This is an optimization exercise on Yosys and OpenROAD, whose aim is small area, not a production implementation. The RTL was checked by simulation tests, not by an equivalence proof against the original design.

<file path="flow/design.v">
module hall_add #(
    parameter W = 32
) (
    input  wire [W-1:0] a,
    input  wire [W-1:0] b,
    input  wire         ci,
    output wire [W-1:0] s,
    output wire         co
);
    wire [W:0] c;
    assign c[0] = ci;
    genvar i;
    generate
        for (i = 0; i < W; i = i + 1) begin : g_bit
            assign s[i]   = a[i] ^ b[i] ^ c[i];
            assign c[i+1] = (a[i] & b[i]) | (c[i] & (a[i] ^ b[i]));
        end
    endgenerate
    assign co = c[W];
endmodule
module hall_tracker (
    input  wire        clk,
    input  wire        rst,
    input  wire        hdir,
    input  wire [10:0] hofs,
    input  wire [8:0]  spdto,
    input  wire [6:0]  invmax,
    input  wire [15:0] cpmm,
    input  wire        cmd_valid,
    output wire        cmd_ready,
    input  wire [1:0]  cmd_op,
    input  wire [31:0] cmd_tgate,
    input  wire [2:0]  cmd_hst,
    input  wire        cmd_ovf,
    input  wire [1:0]  cmd_ne,
    input  wire [31:0] cmd_ts0,
    input  wire [2:0]  cmd_st0,
    input  wire [31:0] cmd_ts1,
    input  wire [2:0]  cmd_st1,
    input  wire [31:0] cmd_delta,
    output reg  [2:0]  hstate,
    output reg  [2:0]  sector,
    output reg         still,
    output reg         dir,
    output reg  [1:0]  posq,
    output reg         hinv,
    output reg         hflt,
    output reg         hskip,
    output reg         spdsat,
    output reg         edgeovr,
    output reg         nots,
    output reg  [15:0] raw,
    output reg  [31:0] track,
    output reg  [31:0] pos,
    output reg  [15:0] spd,
    output reg  [15:0] v4,
    output reg  [31:0] edget,
    output wire [31:0] edgei,
    output reg  [10:0] elpos,
    output reg  [7:0]  frac,
    output reg  [7:0]  invcnt,
    output reg  [7:0]  skipcnt,
    output reg  [7:0]  ovrcnt,
    output reg  [7:0]  misscnt
);
    localparam OP_FRAME   = 2'd0;
    localparam OP_MISSED  = 2'd1;
    localparam OP_REHOME  = 2'd2;
    localparam [5:0] S_IDLE = 6'd0,
                     S_TO   = 6'd1,
                     S_REC  = 6'd2,
                     S_E1   = 6'd3,
                     S_E2   = 6'd4,
                     S_E3   = 6'd5,
                     S_SDIV = 6'd6,
                     S_SFIN = 6'd7,
                     S_POST = 6'd8,
                     S_SY1  = 6'd9,
                     S_SY2  = 6'd10,
                     S_SY3  = 6'd11,
                     S_FR0  = 6'd12,
                     S_FR1  = 6'd13,
                     S_FR2  = 6'd14,
                     S_FR3  = 6'd15,
                     S_FRD  = 6'd16,
                     S_D1   = 6'd17,
                     S_D2   = 6'd18,
                     S_D3   = 6'd19,
                     S_V1   = 6'd20,
                     S_V2   = 6'd21,
                     S_V3   = 6'd22,
                     S_V4   = 6'd23,
                     S_V5   = 6'd24,
                     S_V6   = 6'd25,
                     S_V7   = 6'd26,
                     S_V8   = 6'd27,
                     S_V9   = 6'd28,
                     S_P1   = 6'd29,
                     S_P2   = 6'd30,
                     S_P3   = 6'd31,
                     S_P4   = 6'd32,
                     S_P5   = 6'd33,
                     S_P6   = 6'd34,
                     S_P7   = 6'd35,
                     S_P8   = 6'd36,
                     S_RH   = 6'd37,
                     S_P9   = 6'd38,
                     S_VA   = 6'd39,
                     S_VB   = 6'd40,
                     S_CLR  = 6'd41,
                     S_RAW  = 6'd42,
                     S_PST2 = 6'd43;
    localparam [37:0] K1 = 38'd100000000000;    
    reg [5:0] st;
    reg [5:0] cnt;
    assign cmd_ready = (st == S_IDLE);
    wire   clr = (st == S_CLR);
    reg        missed;
    reg [31:0] yr;           
    reg [2:0]  st0r, st1r;
    reg [1:0]  ne_r;
    reg [1:0]  ri;
    reg        ref_ok, seen, lastpos, first, tlast_ok, hist_ok;
    reg [1:0]  nival;
    reg [25:0] ival0, ival1;
    reg        ez;           
    reg [7:0]  invrun;
    reg [3:0]  rs_cur;
    reg [1:0]  dw_cur;
    reg [3:0]  rs1, rs2, rs3;
    reg [1:0]  dw1, dw2, dw3;
    reg [8:0]  g0, g1, g2, g3;
    reg        inval_e, inval_l, neg_r, two_r, sat, q1b, dbsel, sgn, divgo, rnd;
    reg [15:0] ra;
    reg [31:0] rb;
    assign edgei = {6'd0, ival0 & {26{!ez}}};
    wire [25:0] acc = {elpos[9:0], v4};
    function [3:0] sector_of;
        input [2:0] s;
        case (s)
            3'b001: sector_of = {1'b1, 3'd0};
            3'b011: sector_of = {1'b1, 3'd1};
            3'b010: sector_of = {1'b1, 3'd2};
            3'b110: sector_of = {1'b1, 3'd3};
            3'b100: sector_of = {1'b1, 3'd4};
            3'b101: sector_of = {1'b1, 3'd5};
            default: sector_of = 4'd0;
        endcase
    endfunction
    wire        rec_edge  = (ri < ne_r);
    wire [2:0]  rec_state = rec_edge ? (ri[0] ? st1r : st0r) : hstate;
    wire [3:0]  rec_dec   = sector_of(rec_state);
    wire        rec_valid = rec_dec[3];
    wire [2:0]  rec_sec   = rec_dec[2:0];
    wire [2:0]  rec_d     = (rec_sec >= sector) ? (rec_sec - sector)
                                                : (rec_sec + 3'd6 - sector);
    wire        rec_two   = (rec_d == 3'd2) || (rec_d == 3'd4);
    wire        rec_up    = (rec_d == 3'd1) || (rec_d == 3'd2);
    wire        rec_neg   = rec_up ? hdir : ~hdir;
    wire [3:0]  rec_cnt   = rec_neg ? (rec_two ? 4'hE : 4'hF) : (rec_two ? 4'd2 : 4'd1);
    wire        rec_count = rec_valid && ref_ok && (rec_d != 3'd0) && (rec_d != 3'd3);
    function [7:0] inc8;
        input [7:0] v;
        reg c;
        integer i;
        begin
            c = ~&v;
            for (i = 0; i < 8; i = i + 1) begin
                inc8[i] = v[i] ^ c;
                c = c & v[i];
            end
        end
    endfunction
    wire [7:0] inc_in = (st == S_IDLE) ? (cmd_op[0] ? misscnt : ovrcnt) :
                        (st == S_REC)  ? skipcnt :
                        (st == S_POST) ? invcnt : invrun;
    wire [7:0] inc_out = inc8(inc_in);
    function [5:0] inc6;
        input [5:0] v;
        reg c;
        integer i;
        begin
            c = 1'b1;
            for (i = 0; i < 6; i = i + 1) begin
                inc6[i] = v[i] ^ c;
                c = c & v[i];
            end
        end
    endfunction
    reg         sa_bit;
    wire [16:0] sa_num  = {ra, sa_bit};
    wire [16:0] sa_diff;
    wire        sa_ge;
    hall_add #(.W(17)) u_sa (.a(sa_num), .b(~{1'b0, cpmm}), .ci(1'b1), .s(sa_diff), .co(sa_ge));
    wire [15:0] sa_rem  = sa_ge ? sa_diff[15:0] : sa_num[15:0];
    wire [38:0] kv   = {K1, 1'b0};
    reg         kbit;
    integer     kk;
    always @* begin
        kbit = 1'b0;
        for (kk = 0; kk < 38; kk = kk + 1)
            if (cnt == kk) kbit = two_r ? kv[37 - kk] : kv[38 - kk];
    end
    localparam [3:0] A_ZERO = 4'd0, A_RB = 4'd1, A_RBSH = 4'd2, A_POS = 4'd3,
                     A_Y = 4'd4, A_ACC = 4'd5, A_CPMM = 4'd6, A_HI = 4'd7, A_LP = 4'd11,
                     A_RAW = 4'd8, A_TRACK = 4'd9;
    localparam [3:0] B_ZERO = 4'd0, B_EDGET = 4'd1, B_DB = 4'd2, B_ASH2 = 4'd3,
                     B_RS = 4'd4, B_G0 = 4'd5, B_SPD = 4'd6, B_RA = 4'd7,
                     B_FRAC = 4'd8, B_HOFS = 4'd9, B_1536 = 4'd10, B_RB = 4'd11;
    reg  [3:0]  asel, bsel;
    reg         ginv, gcin;
    reg  [2:0]  hi3;
    reg         dbx;
    reg  [2:0]  rsel;
    reg  [3:0]  rsx;
    wire [2:0]  rsa = rsx[3] ? (3'd0 - rsx[2:0]) : rsx[2:0];
    wire        rsn = rsx[3];
    reg  [31:0] ga, gb;
    wire        asc  = !seen || (lastpos != hdir);
    wire [25:0] dbv  = (dbsel | dbx) ? ival1 : ival0;
    always @* begin
        case (rsel)
            3'd0: rsx = rs1;
            3'd1: rsx = rs2;
            3'd2: rsx = rs3;
            3'd3: rsx = rs_cur;
            default: rsx = neg_r ? (two_r ? 4'hE : 4'hF) : (two_r ? 4'd2 : 4'd1);
        endcase
    end
    always @* begin
        case (asel)
            A_RB:    ga = rb;
            A_RBSH:  ga = {rb[30:0], q1b};
            A_POS:   ga = pos;
            A_Y:     ga = yr;
            A_ACC:   ga = {6'd0, acc};
            A_CPMM:  ga = {16'd0, cpmm};
            A_HI:    ga = {21'd0, hi3, 8'd0};
            A_LP:    ga = {31'd0, !lastpos};
            A_RAW:   ga = {16'd0, raw};
            A_TRACK: ga = track;
            default: ga = 32'd0;
        endcase
        case (bsel)
            B_EDGET: gb = edget;
            B_DB:    gb = {6'd0, dbv};
            B_ASH2:  gb = {ga[29:0], 2'b00};
            B_RS:    gb = {29'd0, rsa};          
            B_G0:    gb = {23'd0, g0};
            B_SPD:   gb = {16'd0, spd};
            B_RA:    gb = {16'd0, ra};
            B_FRAC:  gb = {24'd0, frac};
            B_HOFS:  gb = {21'd0, hofs};
            B_1536:  gb = 32'd1536;
            B_RB:    gb = rb;
            default: gb = 32'd0;
        endcase
    end
    wire [31:0] gout;
    wire        gco;
    hall_add #(.W(32)) u_ga (.a(ga), .b(gb ^ {32{ginv}}), .ci(gcin), .s(gout), .co(gco));
    wire        ovf_p = !ga[31] && !(gb[31] ^ ginv) &&  gout[31];
    wire        ovf_n =  ga[31] &&  (gb[31] ^ ginv) && !gout[31];
    wire [1:0]  dW = dw1 + dw2 + dw3 + dw_cur;
    wire [3:0]  rs_add;
    hall_add #(.W(4)) u_rs (.a(rs_cur), .b(rec_cnt), .ci(1'b0), .s(rs_add), .co());
    always @* begin
        asel = A_ZERO; bsel = B_ZERO; ginv = 1'b0; gcin = 1'b0;
        hi3 = 3'd0; rsel = 3'd4; dbx = 1'b0; sa_bit = 1'b0;
        case (st)
            S_TO:   begin asel = A_ACC; bsel = B_ASH2; end
            S_RAW:  begin asel = A_RAW; bsel = B_RS; ginv = rsn; gcin = rsn; end
            S_E1:   begin asel = ri[0] ? A_Y : A_RB; bsel = B_EDGET; ginv = 1'b1; gcin = 1'b1; end
            S_E2:   begin asel = A_ACC; bsel = B_RB; ginv = 1'b1; gcin = 1'b1; end
            S_E3:   begin asel = A_RB; bsel = B_EDGET; end
            S_SDIV: begin
                if (cnt != 6'd0) begin
                    asel = A_RBSH; bsel = B_DB; ginv = 1'b1; gcin = 1'b1;
                end
                sa_bit = kbit;
            end
            S_SFIN: begin bsel = B_SPD; ginv = neg_r; gcin = neg_r; end
            S_SY1:  begin asel = A_POS; bsel = B_EDGET; ginv = 1'b1; gcin = 1'b1; end
            S_SY2:  begin asel = A_ACC; bsel = B_RB; ginv = 1'b1; gcin = 1'b1; end
            S_SY3:  begin asel = A_TRACK; bsel = B_RS; rsel = 3'd3; ginv = rsn; gcin = rsn; end
            S_FR0:  begin bsel = B_DB; end
            S_FR1:  begin asel = A_RB; bsel = B_DB; dbx = 1'b1; ginv = 1'b1; gcin = 1'b1; end
            S_FR2:  begin asel = A_POS; bsel = B_DB; ginv = 1'b1; gcin = 1'b1; end
            S_FR3:  begin asel = A_POS; end
            S_FRD:  begin asel = A_RBSH; bsel = B_DB; ginv = 1'b1; gcin = 1'b1; end
            S_D1:   begin asel = A_HI; hi3 = sector + {2'd0, !asc}; bsel = B_HOFS; end
            S_D2:   begin asel = A_RB; bsel = B_FRAC; ginv = !asc; gcin = !asc; end
            S_D3:   begin asel = A_RB; bsel = B_1536; ginv = 1'b1; gcin = 1'b1; end
            S_V1:   begin asel = A_LP; bsel = B_RS; rsel = 3'd0; ginv = rsn; gcin = rsn; end
            S_V2:   begin asel = A_RB; bsel = B_RS; rsel = {1'b0, cnt[1:0]}; ginv = rsn; gcin = rsn; end
            S_VA:   begin asel = A_RB; bsel = B_FRAC; ginv = !lastpos; gcin = !lastpos; end
            S_VB:   begin asel = A_RB; bsel = B_G0; ginv = 1'b1; gcin = 1'b1; end
            S_V4:   begin bsel = B_RB; ginv = rb[31]; gcin = rb[31]; end
            S_V5:   begin asel = A_RB; bsel = B_ASH2; end
            S_V7:   begin sa_bit = rb[31]; end
            S_V8:   begin bsel = B_RB; ginv = neg_r; gcin = neg_r; end
            S_V9:   begin asel = A_HI; hi3 = {2'd0, !lastpos}; bsel = B_FRAC; ginv = !lastpos; gcin = !lastpos; end
            S_P1:   begin asel = A_TRACK; end
            S_P2:   begin sa_bit = pos[31] ^ sgn; end
            S_P3:   begin asel = sgn ? A_CPMM : A_ZERO; bsel = B_RA; ginv = sgn; end
            S_P4:   begin asel = A_RB; bsel = B_ASH2; end
            S_P5:   begin asel = A_POS; bsel = B_ASH2; end
            S_P7:   begin sa_bit = cnt[5] ? 1'b0 : rb[31]; end
            S_P8:   begin asel = A_POS; bsel = B_RB; gcin = rnd; end
            S_RH:   begin asel = A_TRACK; bsel = B_RB; end
            default: ;
        endcase
    end
    always @(posedge clk) begin
        if (rst) st <= S_CLR;
        else case (st)
            S_CLR:  st <= S_IDLE;
            S_IDLE: if (cmd_valid) begin
                case (cmd_op)
                    OP_FRAME, OP_MISSED: st <= S_TO;
                    OP_REHOME:           st <= S_RH;
                    default:             ;
                endcase
            end
            S_TO:   if (cnt == 6'd4) st <= missed ? S_SY1 : S_REC;
            S_REC:  if (rec_count) st <= S_RAW;
                    else if (ri == ne_r) st <= S_POST;
            S_RAW:  if (rec_edge) st <= S_E1;
                    else if (ri == ne_r) st <= S_POST;
                    else st <= S_REC;
            S_E1:   st <= S_E2;
            S_E2:   st <= S_E3;
            S_E3:   st <= divgo ? S_SDIV : S_REC;
            S_SDIV: if (cnt == 6'd38) st <= S_SFIN;
            S_SFIN: st <= S_REC;
            S_POST: st <= S_PST2;
            S_PST2: st <= S_SY1;
            S_SY1:  st <= S_SY2;
            S_SY2:  st <= S_SY3;
            S_SY3:  st <= S_FR0;
            S_FR0:  st <= (seen && !still && !nots && nival != 2'd0) ? S_FR1 : S_D1;
            S_FR1:  st <= S_FR2;
            S_FR2:  st <= gco ? S_D1 : S_FR3;
            S_FR3:  st <= S_FRD;
            S_FRD:  if (cnt == 6'd7) st <= S_D1;
            S_D1:   st <= S_D2;
            S_D2:   st <= S_D3;
            S_D3:   st <= S_V1;
            S_V1:   st <= hist_ok ? S_V2 : S_V9;
            S_V2:   if (cnt == 6'd3) st <= S_V3;
            S_V3:   if (cnt == 6'd7) st <= S_VA;
            S_VA:   st <= S_VB;
            S_VB:   st <= S_V4;
            S_V4:   st <= (still || dW != 2'd0) ? S_V9 : S_V5;
            S_V5:   if (cnt == 6'd6) st <= S_V6;
            S_V6:   if (cnt == 6'd2) st <= S_V7;
            S_V7:   if (cnt == 6'd27) st <= S_V8;
            S_V8:   st <= S_V9;
            S_V9:   if (hist_ok || cnt == 6'd3) st <= S_P1;
            S_P1:   st <= S_P2;
            S_P2:   if (cnt == 6'd31) st <= S_P3;
            S_P3:   st <= S_P4;
            S_P4:   if (cnt == 6'd2) st <= S_P5;
            S_P5:   if (cnt == 6'd2) st <= S_P6;
            S_P6:   if (cnt == 6'd2) st <= S_P7;
            S_P7:   if (cnt == 6'd34) st <= S_P9;
            S_P9:   st <= S_P8;
            S_P8:   st <= S_IDLE;
            S_RH:   st <= S_P1;
            default: st <= S_IDLE;
        endcase
    end
    always @(posedge clk) begin
        case (st)
            S_TO, S_SDIV, S_FRD, S_V2, S_V3, S_V5, S_V6, S_V7,
            S_P2, S_P4, S_P5, S_P6, S_P7: begin
                if ((st == S_TO   && cnt == 6'd4)  || (st == S_SDIV && cnt == 6'd38) ||
                    (st == S_FRD  && cnt == 6'd7)  || (st == S_V3  && cnt == 6'd7)  ||
                    (st == S_V2   && cnt == 6'd3)  ||
                    (st == S_V5   && cnt == 6'd6)  || (st == S_V6  && cnt == 6'd2)  ||
                    (st == S_V7   && cnt == 6'd27) || (st == S_P2  && cnt == 6'd31) ||
                    (st == S_P4   && cnt == 6'd2)  || (st == S_P5  && cnt == 6'd2)  ||
                    (st == S_P6   && cnt == 6'd2)  || (st == S_P7  && cnt == 6'd34))
                    cnt <= 6'd0;
                else
                    cnt <= inc6(cnt);
            end
            S_V1:   cnt <= {5'd0, hist_ok};
            S_V9:   cnt <= inc6(cnt);
            default: cnt <= 6'd0;
        endcase
    end
    always @(posedge clk) begin
        case (st)
            S_IDLE: if (cmd_valid) begin
                rb      <= (cmd_op == OP_REHOME) ? cmd_delta : cmd_ts0;
                yr      <= cmd_ts1;
                st0r    <= cmd_st0;
                st1r    <= cmd_st1;
                ne_r    <= (cmd_ne > 2'd2) ? 2'd2 : cmd_ne;
                ri      <= 2'd0;
                inval_e <= 1'b0;
                inval_l <= 1'b0;
                dbsel   <= 1'b0;
                missed  <= cmd_op[0];
                rs_cur  <= 4'd0;
            end
            S_REC: begin
                if (!rec_count) ri <= ri + 2'd1;
                if (!rec_valid) begin
                    if (rec_edge) inval_e <= 1'b1;
                    else          inval_l <= 1'b1;
                end
                if (rec_count) begin
                    rs_cur <= rs_add;
                    neg_r  <= rec_neg;
                    two_r  <= rec_two;
                end
            end
            S_RAW: if (!rec_edge) ri <= ri + 2'd1;
            S_E1: rb <= gout;                
            S_E2: begin
                divgo <= !(!tlast_ok || still || !gco || first);
                if (!(!tlast_ok || still || !gco || first)) begin
                    ival1 <= ival0;
                    ival0 <= rb[25:0];
                end
            end
            S_E3: begin
                ra  <= 16'd0;
                q1b <= 1'b0;
                sat <= 1'b0;
                if (!divgo) ri <= ri + 2'd1;
            end
            S_SDIV: begin
                if (cnt != 6'd38) begin
                    ra  <= sa_rem;
                    q1b <= sa_ge;
                end
                if (cnt == 6'd0)
                    rb <= gout;              
                else
                    rb <= gco ? gout : {rb[30:0], q1b};
                if (cnt != 6'd0 && gco && cnt <= 6'd23) sat <= 1'b1;
            end
            S_SFIN: ri <= ri + 2'd1;
            S_SY1:  rb <= gout;              
            S_SY3: begin
                if (ovf_n)      dw_cur <= dw_cur + 2'd1;
                else if (ovf_p) dw_cur <= dw_cur - 2'd1;
            end
            S_FR0:  rb <= gout;              
            S_FR1:  dbsel <= (nival == 2'd2) && !gco;
            S_FR3: begin
                rb  <= gout;
                q1b <= 1'b0;
            end
            S_FRD:  rb <= gco ? gout : {rb[30:0], 1'b0};
            S_V1: begin
                rb <= gout;
                if (!hist_ok) begin
                    rs_cur <= 4'd0;
                    dw_cur <= 2'd0;
                end
            end
            S_D1, S_D2, S_V2, S_VA, S_VB, S_V5, S_P3, S_P4: rb <= gout;
            S_V3:   rb <= {rb[30:0], 1'b0};
            S_V4: begin
                neg_r <= rb[31];
                rb    <= gout;
            end
            S_V6: begin
                rb <= {rb[30:0], 1'b0};
                ra <= 16'd0;
            end
            S_V7, S_P7: begin
                ra <= sa_rem;
                rb <= {rb[30:0], sa_ge};
            end
            S_V9: begin
                g0 <= g1; g1 <= g2; g2 <= g3;
                rs1 <= rs2; rs2 <= rs3; rs3 <= rs_cur;
                dw1 <= dw2; dw2 <= dw3; dw3 <= dw_cur;
                g3     <= gout[8:0];
                dw_cur <= 2'd0;
            end
            S_P1: begin
                sgn <= track[31];
                ra  <= 16'd0;
            end
            S_P2:   ra <= sa_rem;
            S_P6:   ra <= 16'd0;
            S_P9:   rnd <= sa_ge;            
            S_RH: begin
                if (ovf_n)      dw_cur <= dw_cur + 2'd1;
                else if (ovf_p) dw_cur <= dw_cur - 2'd1;
            end
            default: ;
        endcase
    end
    always @(posedge clk) begin
        case (st)
            S_CLR: begin
                hstate   <= 3'd0;  sector <= 3'd0; still <= 1'b1; dir <= 1'b0;
                posq     <= 2'd0;  hinv   <= 1'b0; hflt  <= 1'b0; hskip <= 1'b0;
                spdsat   <= 1'b0;  edgeovr <= 1'b0; nots <= 1'b0;
                raw      <= gout[15:0]; track <= gout; pos <= gout;
                spd      <= gout[15:0]; v4 <= gout[15:0];
                edget    <= gout;  ez <= 1'b1; elpos <= gout[10:0]; frac <= 8'd128;
                invcnt   <= 8'd0;  skipcnt <= 8'd0; ovrcnt <= 8'd0; misscnt <= 8'd0;
                ref_ok   <= 1'b0;  seen   <= 1'b0; lastpos <= 1'b1; first <= 1'b0;
                tlast_ok <= 1'b0;  hist_ok <= 1'b0; nival <= 2'd0;
                invrun   <= 8'd0;
            end
            S_IDLE: if (cmd_valid) begin
                case (cmd_op)
                OP_FRAME, OP_MISSED: begin
                    {hinv, hflt, hskip, spdsat, edgeovr} <= 5'd0;
                    pos <= cmd_tgate;
                    {elpos[9:0], v4} <= {12'd0, spdto, 5'd0};
                    if (cmd_op == OP_FRAME) begin
                        hstate <= cmd_hst;
                        if (cmd_ovf) begin
                            edgeovr <= 1'b1;
                            ovrcnt  <= inc_out;
                        end
                    end else begin
                        misscnt <= inc_out;
                        nots    <= 1'b1;
                        first   <= 1'b1;
                    end
                end
                OP_REHOME: ;
                default: begin
                    ref_ok  <= 1'b0;
                    seen    <= 1'b0;
                    frac    <= 8'd128;
                    lastpos <= 1'b1;
                end
                endcase
            end
            S_TO: {elpos[9:0], v4} <= gout[25:0];
            S_REC: begin
                if (!rec_valid) begin
                end else if (!ref_ok) begin
                    sector <= rec_sec;
                    ref_ok <= 1'b1;
                end else if (rec_d == 3'd3) begin
                    hskip   <= 1'b1;
                    skipcnt <= inc_out;
                    if (posq == 2'd2) posq <= 2'd1;
                    sector  <= rec_sec;
                    nots    <= 1'b1;
                    first   <= 1'b1;
                end else if (rec_d != 3'd0) begin
                    sector  <= rec_sec;
                    seen    <= 1'b1;
                    lastpos <= !rec_neg;
                    dir     <= rec_neg;
                    if (!rec_edge) begin
                        nots  <= 1'b1;
                        first <= 1'b1;
                    end
                end
            end
            S_E2: begin
                if (!tlast_ok || still || !gco) begin
                    spd   <= 16'd0;
                    ez    <= 1'b1;
                    nival <= 2'd0;
                    frac  <= 8'd0;
                end else if (first) begin
                    frac  <= 8'd0;
                    ez    <= 1'b1;
                end
                still    <= 1'b0;
                first    <= 1'b0;
                tlast_ok <= 1'b1;
            end
            S_RAW: raw <= gout[15:0];
            S_E3: edget <= gout;
            S_SDIV: if (cnt != 6'd0) spd <= {spd[14:0], gco};
            S_SFIN: begin
                if (sat) begin
                    spd    <= neg_r ? 16'h8001 : 16'h7FFF;
                    spdsat <= 1'b1;
                end else begin
                    spd    <= gout[15:0];
                end
                ez    <= 1'b0;
                nival <= {nival[1] | nival[0], ~nival[1] & ~nival[0]};
                nots  <= 1'b0;
            end
            S_POST: begin
                if (inval_e || inval_l) begin
                    hinv   <= 1'b1;
                    invcnt <= inc_out;
                end
            end
            S_PST2: begin
                if (inval_l) begin
                    invrun <= inc_out;
                    if (inc_out == {1'b0, invmax}) begin
                        hflt <= 1'b1;
                        if (posq == 2'd2) posq <= 2'd1;
                    end
                end else begin
                    invrun <= 8'd0;
                end
            end
            S_SY1: pos <= gout;              
            S_SY2: if (tlast_ok && !still && !gco) begin
                still <= 1'b1;
                spd   <= 16'd0;
            end
            S_SY3: track <= gout;
            S_FR0: if (seen && !still && !nots && nival == 2'd0) frac <= 8'd0;
            S_FR2: if (gco) frac <= 8'd255;
            S_FRD: frac <= {frac[6:0], gco};
            S_D3:  elpos <= gco ? gout[10:0] : rb[10:0];
            S_V1:  if (!hist_ok) v4 <= 16'd0;
            S_V4:  if (still)
                       v4 <= 16'd0;
                   else if (dW != 2'd0)
                       v4 <= (dW == 2'd3 || (dW == 2'd2 && !rb[31])) ? 16'h8001 : 16'h7FFF;
            S_V8:  if (|rb[27:15])
                       v4 <= neg_r ? 16'h8001 : 16'h7FFF;
                   else
                       v4 <= gout[15:0];
            S_V9:  if (hist_ok || cnt == 6'd3) hist_ok <= 1'b1;
            S_P1:  pos <= gout;              
            S_P2:  pos <= {pos[30:0], sa_ge ^ sgn};
            S_P5:  pos <= gout;
            S_P6:  pos <= {pos[30:0], 1'b0};
            S_P8:  pos <= gout;
            S_RH: begin
                track <= gout;
                posq  <= 2'd2;
            end
            default: ;
        endcase
    end
endmodule
</file>
<file path="flow/standard.sh">
#!/bin/bash
# synth_recipe.tcl (not shown) runs the flow's synth.tcl, then flattens the netlist and writes it again
# the make line also repeats each setting of config.mk as NAME=value (left out here)
make -C /OpenROAD-flow-scripts/flow DESIGN_CONFIG=/design/flow/config.mk WORK_HOME=/design/flow/orfs CLKGATE_MAP_FILE= SYNTH_SCRIPT=/design/flow/synth_recipe.tcl "${@:-finish}"
</file>
<file path="flow/flow/run.sh">
#!/bin/bash
# Standard layout, with plain buf_1 cells as the port buffers.
set -euo pipefail
export BUFFER_PORTS_ARGS="-buffer_cell sky130_fd_sc_hd__buf_1"
bash standard.sh > standard.log 2>&1
</file>
<file path="flow/constraint.sdc">
create_clock -name core_clock -period 20.0 [get_ports {clk}]
set_input_delay 4.0000 -clock core_clock [delete_from_list [all_inputs] [get_ports {clk}]]
set_output_delay 4.0000 -clock core_clock [all_outputs]
set_load 0.01 [all_outputs]
</file>
<file path="flow/config.mk">
export PLATFORM = sky130hd
export DESIGN_NAME = hall_tracker
export DESIGN_NICKNAME = hall_tracker
export VERILOG_FILES = /design/flow/design.v
export SDC_FILE = /design/flow/constraint.sdc
export NUM_CORES = 4
export LEC_CHECK = 0
export ABC_AREA = 1
export CAP_MARGIN = 20
export CORE_MARGIN = 2
export CORE_UTILIZATION = 40
export CTS_BUF_LIST = sky130_fd_sc_hd__clkbuf_8
export CTS_CLUSTER_DIAMETER = 50
export CTS_CLUSTER_SIZE = 20
export SLEW_MARGIN = 20
</file>
==> results of run 1 <==
area by class of cell:
| cell class | instances | area [sq um] | area share (%) |
|---|---|---|---|
| sequential | 453 | 13500 | 46.2 |
| multi-input combinational | 1820 | 10100 | 34.5 |
| clock inverter | 51 | 503 | 1.72 |
| clock buffer | 57 | 785 | 2.69 |
| inverter | 301 | 1130 | 3.87 |
| timing repair buffer | 493 | 2170 | 7.45 |
| antenna | 1 | 2.50 | 0.00857 |
| tap | 837 | 1050 | 3.59 |
per-layer routing:
metal | vias up | track usage, % | routed length, um
met5 | - | 0 | 72
met4 | 4 | 10.8 | 3770
met3 | 225 | 10.6 | 15800
met2 | 1715 | 50.2 | 49000
met1 | 11586 | 50.6 | 47300
li1 | 10199 | - | -
cells in the final DEF (no fill, tap or decap), types with 10 or more instances in the layout:
cell       count
a221oi_1      11
fa_2          12
inv_8         12
inv_6         15
or2_2         15
inv_1        280
nor2_2        11
xor2_1        19
o21ai_0      106
a22oi_1       67
o221ai_1      28
clkbuf_8      57
nand3_1      148
nand4_1       47
a21oi_1       91
o211ai_1      28
nand2_1      689
nor3_1        31
a31oi_1       32
nor4_1        17
o2111ai_1     10
dfxtp_1       12
buf_1        425
edfxtp_1     441
buf_4         61
inv_2         19
ha_1          29
a211oi_1      15
xnor2_1       15
nor2_1       254
fa_1          39
a32oi_1       12
synthesized netlist by cell type, types with 3 or more instances:
master | n | area, sq um
a211oi_1 | 16 | 120
a21oi_1 | 92 | 460
a221oi_1 | 11 | 96.3
a22o_1 | 3 | 26.3
a22oi_1 | 67 | 503
a31oi_1 | 33 | 206
a32oi_1 | 12 | 105
and3_1 | 4 | 25.0
buf_1 | 7 | 26.3
buf_2 | 12 | 60.1
buf_4 | 8 | 60.1
clkbuf_1 | 83 | 312
clkinv_1 | 5 | 18.8
dfxtp_1 | 12 | 240
edfxtp_1 | 441 | 13200
fa_1 | 51 | 1020
ha_1 | 29 | 363
inv_1 | 278 | 1040
inv_2 | 18 | 67.6
mux2i_1 | 5 | 50.1
nand2_1 | 689 | 2590
nand2_2 | 7 | 43.8
nand3_1 | 148 | 741
nand3_2 | 7 | 70.1
nand3b_1 | 3 | 22.5
nand4_1 | 47 | 294
nor2_1 | 259 | 972
nor2_2 | 8 | 50.1
nor3_1 | 31 | 155
nor4_1 | 18 | 113
o2111a_1 | 9 | 101
o2111ai_1 | 10 | 87.6
o211ai_1 | 28 | 210
o21ai_0 | 107 | 536
o21ai_1 | 8 | 40.0
o221ai_1 | 28 | 245
o22ai_1 | 7 | 43.8
o311ai_0 | 3 | 26.3
o31ai_1 | 5 | 37.5
or2_2 | 15 | 93.8
xnor2_1 | 15 | 131
xor2_1 | 19 | 166
worst register-to-register path, delay by kind of cell (launching register included):
kind / cells / cell delay (ps)
adders and majority gates: 32 / 13500
and+or+nand+nor: 7 / 1700
buffers and inverters: 8 / 1490
AOI/OAI and AO/OA: 2 / 530
DFF: 1 / 380
xor gates and xnor gates: 1 / 160
state kept, by name (all words and copies together) (netlist names), 9 cells and up:
signal,cells
edget,32
elpos,11
track,32
spd,16
g1,9
g0,9
ra,16
pos,32
ival0,26
g3,9
yr,32
raw,16
ival1,26
rb,32
v4,16
g2,9
final timing paths:
kind	end	slack [ps]	cells after the start
setup reg to reg	spd[12]	2010	50
setup / recovery	spd[12]	490	48
hold / removal	g0[3]	410	0
hold reg to reg	g0[3]	410	0
repair_timing:
item                                    CTS  global route
hold buffers                              0             0
endpoints found under the setup margin    0           123
gates resized for setup                   0             8
kinds of logic after synthesis:
logic type	count (synthesis)	share of synthesized area [%]
flip-flops	453	53.8
AND/OR/NAND/NOR	1243	21.0
AO/OA/AOI/OAI	452	11.8
adder cells (fa/ha/maj)	80	5.53
buffers and inverters	413	6.43
XOR/XNOR	34	1.19
other	1	0.0150
multiplexers	5	0.200
==> metrics.yaml, run 1 <==
hold_violations: 0
area_growth_pct: 16.6
nets: 3395
crit_family: "adder cells"
synth_cell_type_count: 60
slew_viol_final: 0
finalNonFillerCells: 4013
track_usage_pct: 35.0
pre_cts_ws_ps: -460
required_ps: 20480
drive_gt1_share_pct: 8.16
grt_pass1_vias: 22247
maxCapViolations: 0
slew_headroom_pct: 30.5
rsz0062_at_grt: "no"
min_path_type: "flop to flop"
postPlaceCellArea_sq_um: 27800
synth_edf_count: 441
setup_total_negative_slack_ps: 0
rows: 91
path_class: "primary input to flop"
grt_pass1_wl_um: 160000
initialDrtViolationCount: 3427
synth-main-ff-cell: "edfxtp_1"
ys_seq_area_share_pct: 53.8
cts_sinks: 453
ys_async_sr_fraction_pct: 0
post_cts_buffers: 0
design_area_sq_um: 29200
slowest_stage: "fa_1"
reg2reg_from: "st[4]"
ant_nets: 0
cp.arrival_ps: 19990
drc_errors: 0
hpwl_um: 89700
num-fill-cells: 6087
critPathCaptureType: "flop"
wl_um: 116000
clock_latency_ps: 760
dieArea_sq_um: 64600
synth_cells: 2681
fin_crit_sh_pct: 97.5
grt_overflow: 0
boundaryPins: 433
ys_seq_elements: 453
holdWs_ps: 411
critPathBufInv: 9
startpoint_type: "primary input"
htreeDepth: 2
grt_start_max_net_pins: 59
status: "timing/DRC/antenna clean"
syn-cell-area_sq_um: 25000
cts_root_buf: "clkbuf_8"
gp_congestion: 1.04
clock.fmax_ghz: 0.0513
dr_total_vias: 23729
wl_per_cell_um: 28.9
avgSynthCellArea_sq_um: 9.34
slowest_delay_ps: 470
portBuffers: 426
crit_path_max_fanout: 10
min_from: "g1[3]"
dr.pass1.iters: 6
die_x_um: 254
clk_pin_slew_ps: 100
cts_buffers: 57
utilization_pct: 47.2
antenna_found_initial: 6
skew_ps: 73.8
setup_viol: 0
chipHeight_um: 254
tightest_slew_ps: 1040
coreArea_sq_um: 61800
fin_crit_ps: 19510
via_per_inst: 5.91
ys_warn_count: 1
place_inst: 3902
finalWorstSetupSlack_ps: 491
cts_buffer_depth: 3
crit_start: "hdir"
cts_tree: "yes"
initial_core_util_pct: 40.5
cp_common_cell: "fa_1"
==> inputs of run 2 (changes only) <==
--- a/flow/config.mk
+++ b/flow/config.mk
@@ -9,5 +9,5 @@
 export CAP_MARGIN = 20
 export CORE_MARGIN = 2
-export CORE_UTILIZATION = 40
+export CORE_UTILIZATION = 50
 export CTS_BUF_LIST = sky130_fd_sc_hd__clkbuf_8
 export CTS_CLUSTER_DIAMETER = 50
==> metrics.yaml, run 2 <==
area_growth_pct: 15.4
design_area_sq_um: 28900  # -0.99%
slew_viol_final: 0  # unchanged
hold_violations: 0  # unchanged
slew_headroom_pct: 28.2  # -2.3 points
gp_congestion: 1.06  # +2.3%
chipHeight_um: 228  # -10%
nets: 3386  # -0.27%
ys_seq_area_share_pct: 53.8  # unchanged
hold_path_depth: 0  # unchanged
finalWorstSetupSlack_ps: 575  # +83.7 ps
boundaryPins: 433  # unchanged
htreeDepth: 2  # unchanged
grt_pass1_wl_um: 155000  # -3.5%
synthTopCellsByCount: "689 x nand2_1, 441 x edfxtp_1, 278 x inv_1"
die_x_um: 228  # -10%
grt_pass1_vias: 22236  # -0.049%
fin_crit_sh_pct: 97.1  # -0.42 points
hpwl_um: 84100  # -6.3%
grt_overflow: 0  # unchanged
cts_buffers: 53  # -7.0%
synth_cells: 2681  # unchanged
cts_buffer_depth: 3  # unchanged
min_path_type: "flop to flop"
crit_path_max_fanout: 8  # -2
clock.fmax_ghz: 0.0515  # +0.43%
wl_per_cell_um: 28.5  # -1.2%
yosys.area.top_type: "edfxtp_1"
maxCapViolations: 0  # unchanged
num-fill-cells: 4554  # -25%
drive_gt1_share_pct: 7.69  # -0.47 points
status: "timing/DRC/antenna clean"
utilization_pct: 58.1  # +11 points
fin_crit_ps: 19430  # -83.7 ps
ant_nets: 0  # unchanged
slowest_delay_ps: 470  # about the same
slowest_stage: "fa_1"
ys_async_sr_fraction_pct: 0  # unchanged
track_usage_pct: 41.2  # +6.2 points
coreArea_sq_um: 49800  # -20%
postPlaceCellArea_sq_um: 27600  # -0.95%
antennaDiodeCount: 0  # -1
tightest_slew_ps: 1070  # +34.0 ps
synth-main-ff-cell: "edfxtp_1"
yosysMostFrequentCell: "nand2_1"
required_ps: 20440  # -40 ps
cts_tree: "yes"
critPathCaptureType: "flop"
rows: 82  # -9.9%
initialDrtViolationCount: 3556  # +3.8%
setup_viol: 0  # unchanged
dr_total_vias: 23781  # +0.22%
cp_common_cell: "fa_1"
reg2reg_from: "st[3]"
via_per_inst: 6.20  # +4.9%
r2r_slack_ps: 1670  # -340 ps
dr.pass1.iters: 7  # +1
ys_warn_count: 1  # unchanged
drc_errors: 0  # unchanged
wl_um: 109000  # -5.6%
ys_seq_elements: 453  # unchanged
synth_area_leaders: "edfxtp_1 53%, nand2_1 10%, inv_1 4.2%, fa_1 4.1%, nor2_1 3.9%"
min_from: "g2[3]"
pre_cts_ws_ps: -388  # +72.1 ps
dieArea_sq_um: 51900  # -20%
critical_path.reg2reg.endpoint: "spd[1]"
avgSynthCellArea_sq_um: 9.34  # unchanged
initial_core_util_pct: 50.3  # +9.8 points
grt_start_max_net_pins: 59  # unchanged
cts_sinks: 453  # unchanged
clk_pin_slew_ps: 100  # about the same
antenna_found_initial: 2  # -4
cp.arrival_ps: 19860  # -130 ps
yosys.area.top_type_share_pct: 52.9  # unchanged
syn-cell-area_sq_um: 25000  # unchanged
cts_root_buf: "clkbuf_8"
mostFrequentLayoutCell: "nand2_1"
skew_ps: 45.7  # -28.1 ps
layout_common_cells: "689 x nand2_1, 441 x edfxtp_1, 426 x buf_1, 281 x inv_1, 255 x nor2_1"
rsz0062_at_grt: "no"
startpoint_type: "primary input"
path_class: "primary input to flop"
r2r_cells: 57  # +14%
clock_latency_ps: 720  # -40 ps
portBuffers: 426  # unchanged
synth_edf_count: 441  # unchanged
synth_cell_type_count: 60  # unchanged
hold_path_end: "g1[3]"
==> run 2: cell counts after synthesis <==
No cell type changed its count.
==> run 2: area by class of cell <==
cell class	instances	area, sq um	area share [%]
flip-flops and latches	453	13500	46.6
multi-input cells	1820	10100	34.8
repair buffers	488	2130	7.37
inverters	301	1130	3.91
well taps	672	841	2.91
clock buffers	53	729	2.52
clock inverters	46	519	1.80
==> run 2: per-layer routing <==
metal  share of wire [%]  wire (um)  vias to the layer above  track usage, %
li1                    -          -                    10186               -
met1                  39      42600                    11428            58.8
met2                  41      45300                     1916            58.3
met3                  16      17100                      247            14.2
met4                 4.0       4410                        4            14.8
met5               0.021         23                        -               0
==> run 2: cell families after synthesis <==
| group | share of synthesized area [%] |
|---|---|
| and+or+nand+nor | 21.0 |
| DFF | 53.8 |
| AOI/OAI and AO/OA | 11.8 |
| buffers and inverters | 6.43 |
| adders and majority gates | 5.53 |
| xor gates and xnor gates | 1.19 |
| muxes | 0.200 |
| other | 0.0150 |
==> run 2: worst max-delay path by stage <==
stage,startpoint,to,depth (start not counted)
global placement,hdir,spd[13],51
detailed placement,hdir,frac[6],50
global route,hdir,spd[1],51
finish,hdir,spd[1],51
CTS,hdir,frac[7],50
floorplan,hdir,spd[0],48
==> run 2: worst max-delay path: cells and delay by family <==
| family | cells | cell delay (ps) |
|---|---|---|
| xor gates and xnor gates | 1 | 90 |
| adders and majority gates | 32 | 13440 |
| and+or+nand+nor | 5 | 650 |
| AOI/OAI and AO/OA | 3 | 550 |
| buffers and inverters | 10 | 1110 |
==> run 2: metrics by stage <==
stage | setup TNS (ps) | std cells | hold WS (ps)
after floorplan | 0 | 2686 | 400
after global placement | -21390 | 3731 | 400
after detailed placement | -30720 | 3731 | 405
after CTS | 0 | 3830 | 424
after global routing | 0 | 3833 | 425
final | 0 | 3833 | 420
==> run 2: timing repair <==
item | in CTS | in global routing
endpoints found under the setup margin | 0 | 112
gates resized for setup | 0 | 11
buffers inserted | 0 | 1
endpoints found under the hold margin | 0 | 0
hold buffers | 0 | 0
==> inputs of run 3 (changes only) <==
--- a/flow/config.mk
+++ b/flow/config.mk
@@ -9,5 +9,5 @@
 export CAP_MARGIN = 20
 export CORE_MARGIN = 2
-export CORE_UTILIZATION = 50
+export CORE_UTILIZATION = 60
 export CTS_BUF_LIST = sky130_fd_sc_hd__clkbuf_8
 export CTS_CLUSTER_DIAMETER = 50
==> metrics.yaml, run 3 <==
yosys.area.top_type: "edfxtp_1"
synth_compound_area_share_pct: 11.8  # unchanged
crit_path_max_fanout: 20  # +12
clk_pin_slew_ps: 100  # about the same
ant_nets: 0  # unchanged
rows: 74  # -9.8%
min_path_type: "flop to flop"
synth_cell_type_count: 60  # unchanged
clock.fmax_ghz: 0.0513  # -0.39%
antenna_found_initial: 7  # +5
mostFrequentLayoutCell: "nand2_1"
synth_cells: 2681  # unchanged
grt_pass1_vias: 23405  # +5.3%
synth-main-ff-cell: "edfxtp_1"
dr_total_vias: 24564  # +3.3%
cts_buffers: 45  # -15%
yosysMostFrequentCell: "nand2_1"
setup_total_negative_slack_ps: 0  # unchanged
grt_pass1_wl_um: 153000  # -0.89%
nets: 3378  # -0.24%
cp_common_cell: "fa_1"
ys_seq_area_share_pct: 53.8  # unchanged
path_class: "primary input to flop"
yosys.area.top_type_share_pct: 52.9  # unchanged
initial_core_util_pct: 61.1  # +11 points
synth_simple_gate_area_share_pct: 21.0  # unchanged
synth_area_leaders: "edfxtp_1 53%, nand2_1 10%, inv_1 4.2%, fa_1 4.1%, nor2_1 3.9%"
cp.arrival_ps: 19930  # +70 ps
hpwl_um: 82700  # -1.6%
startpoint_type: "primary input"
critPathCaptureType: "flop"
slew_headroom_pct: 19.5  # -8.7 points
gp_congestion: 1.09  # +2.2%
synthTopCellsByCount: "689 x nand2_1, 441 x edfxtp_1, 278 x inv_1"
coreArea_sq_um: 41000  # -18%
fin_crit_sh_pct: 97.5  # +0.38 points
die_x_um: 208  # -8.6%
ys_seq_elements: 453  # unchanged
synth_mux_area_share_pct: 0.200  # unchanged
drc_errors: 0  # unchanged
cts_root_buf: "clkbuf_8"
setup_viol: 0  # unchanged
synthAdderAreaFrac_pct: 5.53  # unchanged
layout_common_cells: "689 x nand2_1, 441 x edfxtp_1, 426 x buf_1, 278 x inv_1, 254 x nor2_1"
wl_per_cell_um: 29.4  # +3.1%
synth_top_family_by_area: "simple AND/OR/NAND/NOR gates"
wl_um: 108000  # -0.97%
tightest_slew_ps: 1200  # +126 ps
syn-cell-area_sq_um: 25000  # unchanged
cts_sinks: 453  # unchanged
synth_xor_area_share_pct: 1.19  # unchanged
avgSynthCellArea_sq_um: 9.34  # unchanged
track_usage_pct: 49.0  # +7.8 points
clock_latency_ps: 710  # about the same
status: "timing/DRC/antenna clean"
dr.pass1.iters: 8  # +1
grt_overflow: 0  # unchanged
dieArea_sq_um: 43400  # -16%
required_ps: 20430  # about the same
cts_tree: "yes"
cts_buffer_depth: 3  # unchanged
maxCapViolations: 0  # unchanged
slowest_stage: "fa_1"
initialDrtViolationCount: 4736  # +33%
htreeDepth: 2  # unchanged
chipHeight_um: 208  # -8.6%
area_growth_pct: 14.2
grt_start_max_net_pins: 59  # unchanged
slew_viol_final: 0  # unchanged
boundaryPins: 433  # unchanged
skew_ps: 32.3  # -13.5 ps
slowest_delay_ps: 480  # about the same
ys_warn_count: 1  # unchanged
drive_gt1_share_pct: 7.34  # -0.34 points
fin_crit_ps: 19500  # +75.2 ps
hold_violations: 0  # unchanged
synth_edf_count: 441  # unchanged
portBuffers: 426  # unchanged
via_per_inst: 6.67  # +7.6%
ys_async_sr_fraction_pct: 0  # unchanged
[run 3: cell types whose count changed in the layout (fill, tap and decap cells not counted), sizes merged]
| cell | delta |
|---|---|
| inv | -6 |
| bufinv | +3 |
| clkinv | -9 |
| clkbuf | -6 |
| diode | +4 |
| clkinvlp | +2 |
[run 3: cell families after synthesis]
| kind of cell | Yosys count |
|---|---|
| muxes | 5 |
| xor gates and xnor gates | 34 |
| AOI/OAI and AO/OA | 452 |
| and+or+nand+nor | 1243 |
| other | 1 |
| DFF | 453 |
| buffers and inverters | 413 |
| adders and majority gates | 80 |
[run 3: area by class of cell]
type | instances | area, sq um
Clock buffer | 47 | 647
Timing Repair Buffer | 488 | 2130
Fill cell | 3073 | 12400
Multi-Input combinational cell | 1820 | 10100
Tap cell | 532 | 666
Sequential cell | 453 | 13500
Antenna cell | 4 | 10.0
Clock inverter | 36 | 462
Inverter | 301 | 1130
[run 3: path summary, 6_finish.rpt]
kind	from	to	slack, ps	depth (start not counted)
setup / recovery	hdir	spd[11]	500	49
hold / removal	g2[0]	g1[0]	430	0
setup reg to reg	st[2]	spd[11]	1670	55
hold reg to reg	g2[0]	g1[0]	430	0
[run 3: routing by layer]
layer	global-route usage, %	wire [um]	vias up
li1	-	-	10150
met1	63.9	36900	11505
met2	69.7	44900	2465
met3	20.9	19700	440
met4	25.8	6870	4
met5	0	40	-
[run 3: metrics by stage]
stage / hold WS (ps) / util [%] / setup WS, ps / std cells / instance area [sq um]
floorplan: 400 / - / 3.09 / 2686 / 25100
global placement: 401 / 66.8 / -233 / 3591 / 27400
finish: 428 / 69.7 / 500 / 3681 / 28600
CTS: 427 / 69.5 / 251 / 3674 / 28500
detailed placement: 405 / 66.8 / -480 / 3591 / 27400
global route: 434 / 69.7 / -7.93 / 3680 / 28600
[run 3: critical path: cells and delay by family]
family | cells | cell delay [ps]
xor gates and xnor gates | 1 | 100
adders and majority gates | 32 | 13500
AOI/OAI and AO/OA | 4 | 630
buffers and inverters | 10 | 1270
and+or+nand+nor | 2 | 370
[run 3: what timing repair did]
action	in CTS	in global routing
gates resized for setup	0	13
setup endpoints to repair	0	129
setup buffers	0	2
hold endpoints to repair	0	0
hold buffers	0	0
==> inputs of run 4 (changes only) <==
--- a/flow/config.mk
+++ b/flow/config.mk
@@ -12,4 +12,4 @@
 export CTS_BUF_LIST = sky130_fd_sc_hd__clkbuf_8
 export CTS_CLUSTER_DIAMETER = 50
-export CTS_CLUSTER_SIZE = 20
+export CTS_CLUSTER_SIZE = 18
 export SLEW_MARGIN = 20
==> metrics.yaml, run 4 <==
status: "timing/DRC/antenna clean"
place_inst: 3591  # unchanged
yosys.area.top_type_share_pct: 52.9  # unchanged
grt_start_max_net_pins: 59  # unchanged
rows: 74  # unchanged
initialDrtViolationCount: 4657  # -1.7%
coreArea_sq_um: 41000  # unchanged
slowest_delay_ps: 480  # about the same
rsz0062_at_grt: "no"
clk_pin_slew_ps: 100  # about the same
avgSynthCellArea_sq_um: 9.34  # unchanged
postPlaceCellArea_sq_um: 27400  # unchanged
ys_warn_count: 1  # unchanged
design_area_sq_um: 28500  # -0.32%
crit_family: "adder cells"
synthTopCellsByCount: "689 x nand2_1, 441 x edfxtp_1, 278 x inv_1"
finalNonFillerCells: 3674  # -0.19%
drc_errors: 0  # unchanged
wl_um: 108000  # about the same
yosys.area.top_type: "edfxtp_1"
required_ps: 20400  # -30 ps
portBuffers: 426  # unchanged
clock.fmax_ghz: 0.0513  # +0.11%
startpoint_type: "primary input"
pre_cts_ws_ps: -480  # unchanged
synth_area_leaders: "edfxtp_1 53%, nand2_1 10%, inv_1 4.2%, fa_1 4.1%, nor2_1 3.9%"
setup_viol: 0  # unchanged
maxCapViolations: 0  # unchanged
r2r_slack_ps: 1700  # +30 ps
ys_seq_elements: 453  # unchanged
fin_crit_ps: 19480  # -20.8 ps
yosysMostFrequentCell: "nand2_1"
critPathBufInv: 9  # -1
cts_tree: "yes"
critPathCaptureType: "flop"
chipHeight_um: 208  # unchanged
drive_gt1_share_pct: 7.26  # -0.082 points
num-fill-cells: 3098  # +0.81%
hold_violations: 0  # unchanged
slew_viol_final: 0  # unchanged
grt_pass1_vias: 23299  # -0.45%
synth-main-ff-cell: "edfxtp_1"
crit_path_max_fanout: 20  # unchanged
die_x_um: 208  # unchanged
wl_per_cell_um: 29.5  # +0.15%
skew_ps: 37.3  # +5.07 ps
htreeDepth: 2  # unchanged
dr_wl_met2_um: 45200  # +0.63%
cp.arrival_ps: 19880  # -50 ps
dieArea_sq_um: 43400  # unchanged
min_path_type: "flop to flop"
finalWorstSetupSlack_ps: 521  # +20.8 ps
area_growth_pct: 13.8
ys_seq_area_share_pct: 53.8  # unchanged
hpwl_um: 82700  # unchanged
grt_overflow: 0  # unchanged
gp_congestion: 1.09  # unchanged
slowest_stage: "fa_1"
highest-signal-layer: "met5"
cts_buffer_depth: 3  # unchanged
cp_common_cell: "fa_2"
cts_root_buf: "clkbuf_8"
synth_edf_count: 441  # unchanged
mostFrequentLayoutCell: "nand2_1"
initial_core_util_pct: 61.1  # unchanged
antenna_found_initial: 7  # unchanged
grt_pass1_wl_um: 153000  # -0.21%
via_per_inst: 6.66  # -0.14%
path_class: "primary input to flop"
wl_met3_um: 20500  # +4.2%
synth_cell_type_count: 60  # unchanged
track_usage_pct: 48.9  # -0.15 points
wl_met1_um: 36200  # -2.0%
cts_buffers: 45  # unchanged
synth_cells: 2681  # unchanged
clock_latency_ps: 680  # -30 ps
cts_sinks: 453  # unchanged
nets: 3377  # -0.030%
layout_common_cells: "689 x nand2_1, 441 x edfxtp_1, 426 x buf_1, 277 x inv_1, 254 x nor2_1"
fin_crit_sh_pct: 97.4  # -0.10 points
dr_total_vias: 24482  # -0.33%
ys_async_sr_fraction_pct: 0  # unchanged
syn-cell-area_sq_um: 25000  # unchanged
boundaryPins: 433  # unchanged
tightest_slew_ps: 1170  # -33.0 ps
ant_nets: 0  # unchanged
dr.pass1.iters: 11  # +3
slew_headroom_pct: 22.1  # +2.6 points
-- run 4: cell count changes in the layout (fill, tap and decap cells not counted), sizes merged --
cell | before | now
buf | 487 | 486
clkbuf | 48 | 46
clkinvlp | 3 | 2
diode | 4 | 3
inv | 315 | 313
-- run 4: routing by layer --
| metal | vias to the layer above | GRT usage [%] |
|---|---|---|
| met1 | 11429 | 64.1 |
| li1 | 10140 | - |
| met5 | - | 0 |
| met3 | 421 | 20.6 |
| met4 | 4 | 24.4 |
| met2 | 2488 | 69.9 |
-- run 4: layout make-up --
cell class | count | area (sq um) | area share [%]
antenna | 3 | 7.51 | 0.0263
clock buffer | 45 | 619 | 2.17
clock inverter | 33 | 403 | 1.41
inverter | 301 | 1130 | 3.96
multi-input combinational | 1820 | 10100 | 35.4
sequential | 453 | 13500 | 47.3
tap | 532 | 666 | 2.33
timing repair buffer | 487 | 2120 | 7.44
-- run 4: metrics by stage --
stage | hold WS [ps] | utilization, % | TNS (ps)
floorplan | 400 | - | 0
finish | 427 | 69.5 | 0
global placement | 401 | 66.8 | -14000
CTS | 427 | 69.3 | 0
detailed placement | 405 | 66.8 | -40860
global route | 434 | 69.5 | 0
-- run 4: worst reg2reg max path, delay by kind of cell (launching register included) --
family | cells | cell delay (ps)
fa+ha+maj | 32 | 13430
simple gates | 10 | 2090
buf+inv | 8 | 1310
compound gates | 2 | 530
flops | 1 | 470
xor+xnor | 1 | 180
-- run 4: cells by family after synthesis --
kind of cell	after synthesis	share of synthesized area (%)
adder cells (fa/ha/maj)	80	5.53
buffers and inverters	413	6.43
other	1	0.0150
multiplexers	5	0.200
AO/OA/AOI/OAI	452	11.8
flip-flops	453	53.8
AND/OR/NAND/NOR	1243	21.0
XOR/XNOR	34	1.19
-- run 4: path summary, 6_finish.rpt --
check,from,endpoint,cells past startpoint
min,g3[2],g2[2],0
max,hdir,spd[4],48
max reg2reg,st[1],spd[4],53
min reg2reg,g3[2],g2[2],0
-- run 4: timing repair --
| item | CTS | global route |
|---|---|---|
| buffers inserted | 0 | 1 |
| endpoints found under the setup margin | 0 | 129 |
| hold endpoints to repair | 0 | 0 |
| hold buffers | 0 | 0 |
| resized for setup | 0 | 15 |
==> inputs of run 5 (changes only) <==
--- a/flow/config.mk
+++ b/flow/config.mk
@@ -11,5 +11,5 @@
 export CORE_UTILIZATION = 60
 export CTS_BUF_LIST = sky130_fd_sc_hd__clkbuf_8
-export CTS_CLUSTER_DIAMETER = 50
-export CTS_CLUSTER_SIZE = 18
+export CTS_CLUSTER_DIAMETER = 40
+export CTS_CLUSTER_SIZE = 16
 export SLEW_MARGIN = 20
==> metrics.yaml, run 5 <==
portBuffers: 426  # unchanged
skew_ps: 42.9  # +5.55 ps
track_usage_pct: 49.1  # +0.17 points
synth_cells: 2681  # unchanged
fin_crit_ps: 19500  # +20.0 ps
dieArea_sq_um: 43400  # unchanged
initialDrtViolationCount: 4973  # +6.8%
synth_cell_type_count: 60  # unchanged
drive_gt1_share_pct: 8.17  # +0.90 points
dr_total_vias: 24825  # +1.4%
rows: 74  # unchanged
hold_path_end: "g0[4]"
layout_common_cells: "689 x nand2_1, 441 x edfxtp_1, 426 x buf_1, 277 x inv_1, 254 x nor2_1"
startpoint_type: "primary input"
grt_pass1_wl_um: 154000  # +0.41%
rsz0062_at_grt: "yes"
tightest_slew_ps: 1170  # +0.904 ps
synth_mux_area_share_pct: 0.200  # unchanged
clock_latency_ps: 720  # +40 ps
yosys.area.top_type: "edfxtp_1"
avgSynthCellArea_sq_um: 9.34  # unchanged
fin_crit_sh_pct: 97.5  # +0.10 points
via_per_inst: 6.69  # +0.42%
coreArea_sq_um: 41000  # unchanged
mostFrequentLayoutCell: "nand2_1"
ys_warn_count: 1  # unchanged
synthTopCellsByCount: "689 x nand2_1, 441 x edfxtp_1, 278 x inv_1"
synth_compound_area_share_pct: 11.8  # unchanged
cts_tree: "yes"
critPathCaptureType: "flop"
cp_common_cell: "fa_1"
multi_input_area_sq_um: 10100  # about the same
num-fill-cells: 2990  # -3.5%
design_area_sq_um: 29000  # +1.8%
initial_core_util_pct: 61.1  # unchanged
cts_buffers: 58  # +29%
cts_hold_buf: 0  # unchanged
slowest_delay_ps: 480  # about the same
gp_congestion: 1.09  # unchanged
synth_area_leaders: "edfxtp_1 53%, nand2_1 10%, inv_1 4.2%, fa_1 4.1%, nor2_1 3.9%"
boundaryPins: 433  # unchanged
min_path_type: "flop to flop"
setup_viol: 0  # unchanged
ys_async_sr_fraction_pct: 0  # unchanged
status: "timing/DRC/antenna clean"
htreeDepth: 2  # unchanged
hpwl_um: 82700  # unchanged
grt_start_max_net_pins: 59  # unchanged
die_x_um: 208  # unchanged
cts_root_buf: "clkbuf_8"
postPlaceCellArea_sq_um: 27400  # unchanged
slew_viol_final: 0  # unchanged
drc_errors: 0  # unchanged
maxCapViolations: 0  # unchanged
required_ps: 20440  # +40 ps
clk_pin_slew_ps: 100  # about the same
cts_sinks: 453  # unchanged
ys_seq_area_share_pct: 53.8  # unchanged
wl_um: 109000  # +0.65%
slew_headroom_pct: 22.1  # -0.060 points
nets: 3392  # +0.44%
synth_top_family_by_area: "simple AND/OR/NAND/NOR gates"
cts_buffer_depth: 3  # unchanged
critical_path.reg2reg.endpoint: "spd[10]"
yosys.area.top_type_share_pct: 52.9  # unchanged
area_growth_pct: 15.9
synth_edf_count: 441  # unchanged
reg2reg_from: "st[1]"
min_from: "g1[4]"
r2r_slack_ps: 1600  # -100 ps
yosysMostFrequentCell: "nand2_1"
slowest_stage: "fa_1"
synth_simple_gate_area_share_pct: 21.0  # unchanged
cp.arrival_ps: 19940  # +60 ps
antenna_found_initial: 7  # unchanged
clock.fmax_ghz: 0.0513  # -0.10%
regArea_sq_um: 13500  # unchanged
dr.pass1.iters: 7  # -4
syn-cell-area_sq_um: 25000  # unchanged
crit_path_max_fanout: 20  # unchanged
hold_violations: 0  # unchanged
synthAdderAreaFrac_pct: 5.53  # unchanged
ant_nets: 0  # unchanged
ys_seq_elements: 453  # unchanged
r2r_cells: 54  # +1.9%
grt_overflow: 0  # unchanged
wl_per_cell_um: 29.4  # -0.33%
synth-main-ff-cell: "edfxtp_1"
synth_xor_area_share_pct: 1.19  # unchanged
grt_pass1_vias: 23419  # +0.52%
chipHeight_um: 208  # unchanged
hold_path_depth: 0  # unchanged
path_class: "primary input to flop"
==> run 5: layout make-up <==
cell class | instances | share of cell area [%]
clock inverters | 49 | 2.41
inverters | 301 | 3.89
clock buffers | 59 | 2.80
flip-flops and latches | 453 | 46.5
diodes | 7 | 0.0604
repair buffers | 489 | 7.38
multi-input cells | 1820 | 34.7
well taps | 532 | 2.29
==> run 5: metal layers <==
metal	track usage, %	wire length, um	up-vias
li1	-	-	10184
met1	64.1	36800	11642
met2	70.4	45500	2567
met3	21.5	20200	422
met4	23.0	6320	10
met5	0	129	-
==> run 5: what timing repair did <==
item	in CTS	in global routing
setup endpoints to repair	0	129
gates resized for setup	0	13
setup buffers	0	2
==> run 5: critical path: cells and delay by family <==
| family | cells | cell delay, ps |
|---|---|---|
| AND/OR/NAND/NOR | 2 | 380 |
| adder cells (fa/ha/maj) | 32 | 13490 |
| AO/OA/AOI/OAI | 4 | 650 |
| buffers and inverters | 10 | 1290 |
| XOR/XNOR | 1 | 100 |
==> run 5: cells by family (layout without fill, tap and decap cells) <==
group | after synthesis | count (layout)
and+or+nand+nor | 1243 | 1243
DFF | 453 | 453
AOI/OAI and AO/OA | 452 | 452
buffers and inverters | 413 | 898
adders and majority gates | 80 | 80
xor gates and xnor gates | 34 | 34
muxes | 5 | 5
other | 1 | 13
==> run 5: how the worst max path moves through the flow <==
stage          start      end  cells after the start
2_1_floorplan   hdir   spd[0]                     48
3_3_place_gp    hdir  spd[12]                     51
3_5_place_dp    hdir   rb[13]                     50
4_1_cts         hdir   rb[13]                     50
5_1_grt         hdir   rb[13]                     50
6_report        hdir  spd[10]                     49
==> run 5: per-stage QoR <==
| step | setup slack, ps | TNS, ps | hold slack (ps) | std cells | util, % |
|---|---|---|---|---|---|
| floorplan | 3.09 | 0 | 400 | 2686 | - |
| global placement | -233 | -14000 | 401 | 3591 | 66.8 |
| detailed placement | -480 | -40860 | 405 | 3591 | 66.8 |
| CTS | 224 | 0 | 416 | 3699 | 70.5 |
| global route | -12.0 | -33.9 | 421 | 3705 | 70.7 |
| finish | 501 | 0 | 408 | 3710 | 70.8 |

## re-timing with driven ports
The results above use ideal ports. As a check the final layouts listed here were re-extracted and re-timed, cells and wires unchanged.
Step 1 (the two cells are an assumption about what drives the block):
set clk [get_ports {clk}]
set_driving_cell -lib_cell sky130_fd_sc_hd__clkbuf_16 $clk
set_driving_cell -lib_cell sky130_fd_sc_hd__buf_2 [delete_from_list [all_inputs] $clk]
Step 2, shift: input delay + t, output delay - t, t = (earliest + latest rising clock arrival at the registers) / 2. This alone moves slack from input paths to output paths.
Slacks: ideal / step 1 / step 2; pairs: ideal / step 1.
run	t (ns)	setup slack, ns	worst setup path after step 2	clock arrival spread, ns
run 1	0.790	0.491 / 0.532 / -0.259	input to register	0.074 / 0.073
run 2	0.755	0.575 / 0.564 / -0.191	input to register	0.046 / 0.046
run 3	0.750	0.500 / 0.493 / -0.258	input to register	0.033 / 0.033
run 4	0.718	0.521 / 0.516 / -0.202	input to register	0.039 / 0.039
run 5	0.760	0.501 / 0.497 / -0.263	input to register	0.043 / 0.043
Met with ideal ports but missed after step 2: setup timing in every run listed. For run 2, which loses most, drivers alone change the setup slack by -0.011 ns; drivers and shift together by -0.766 ns.
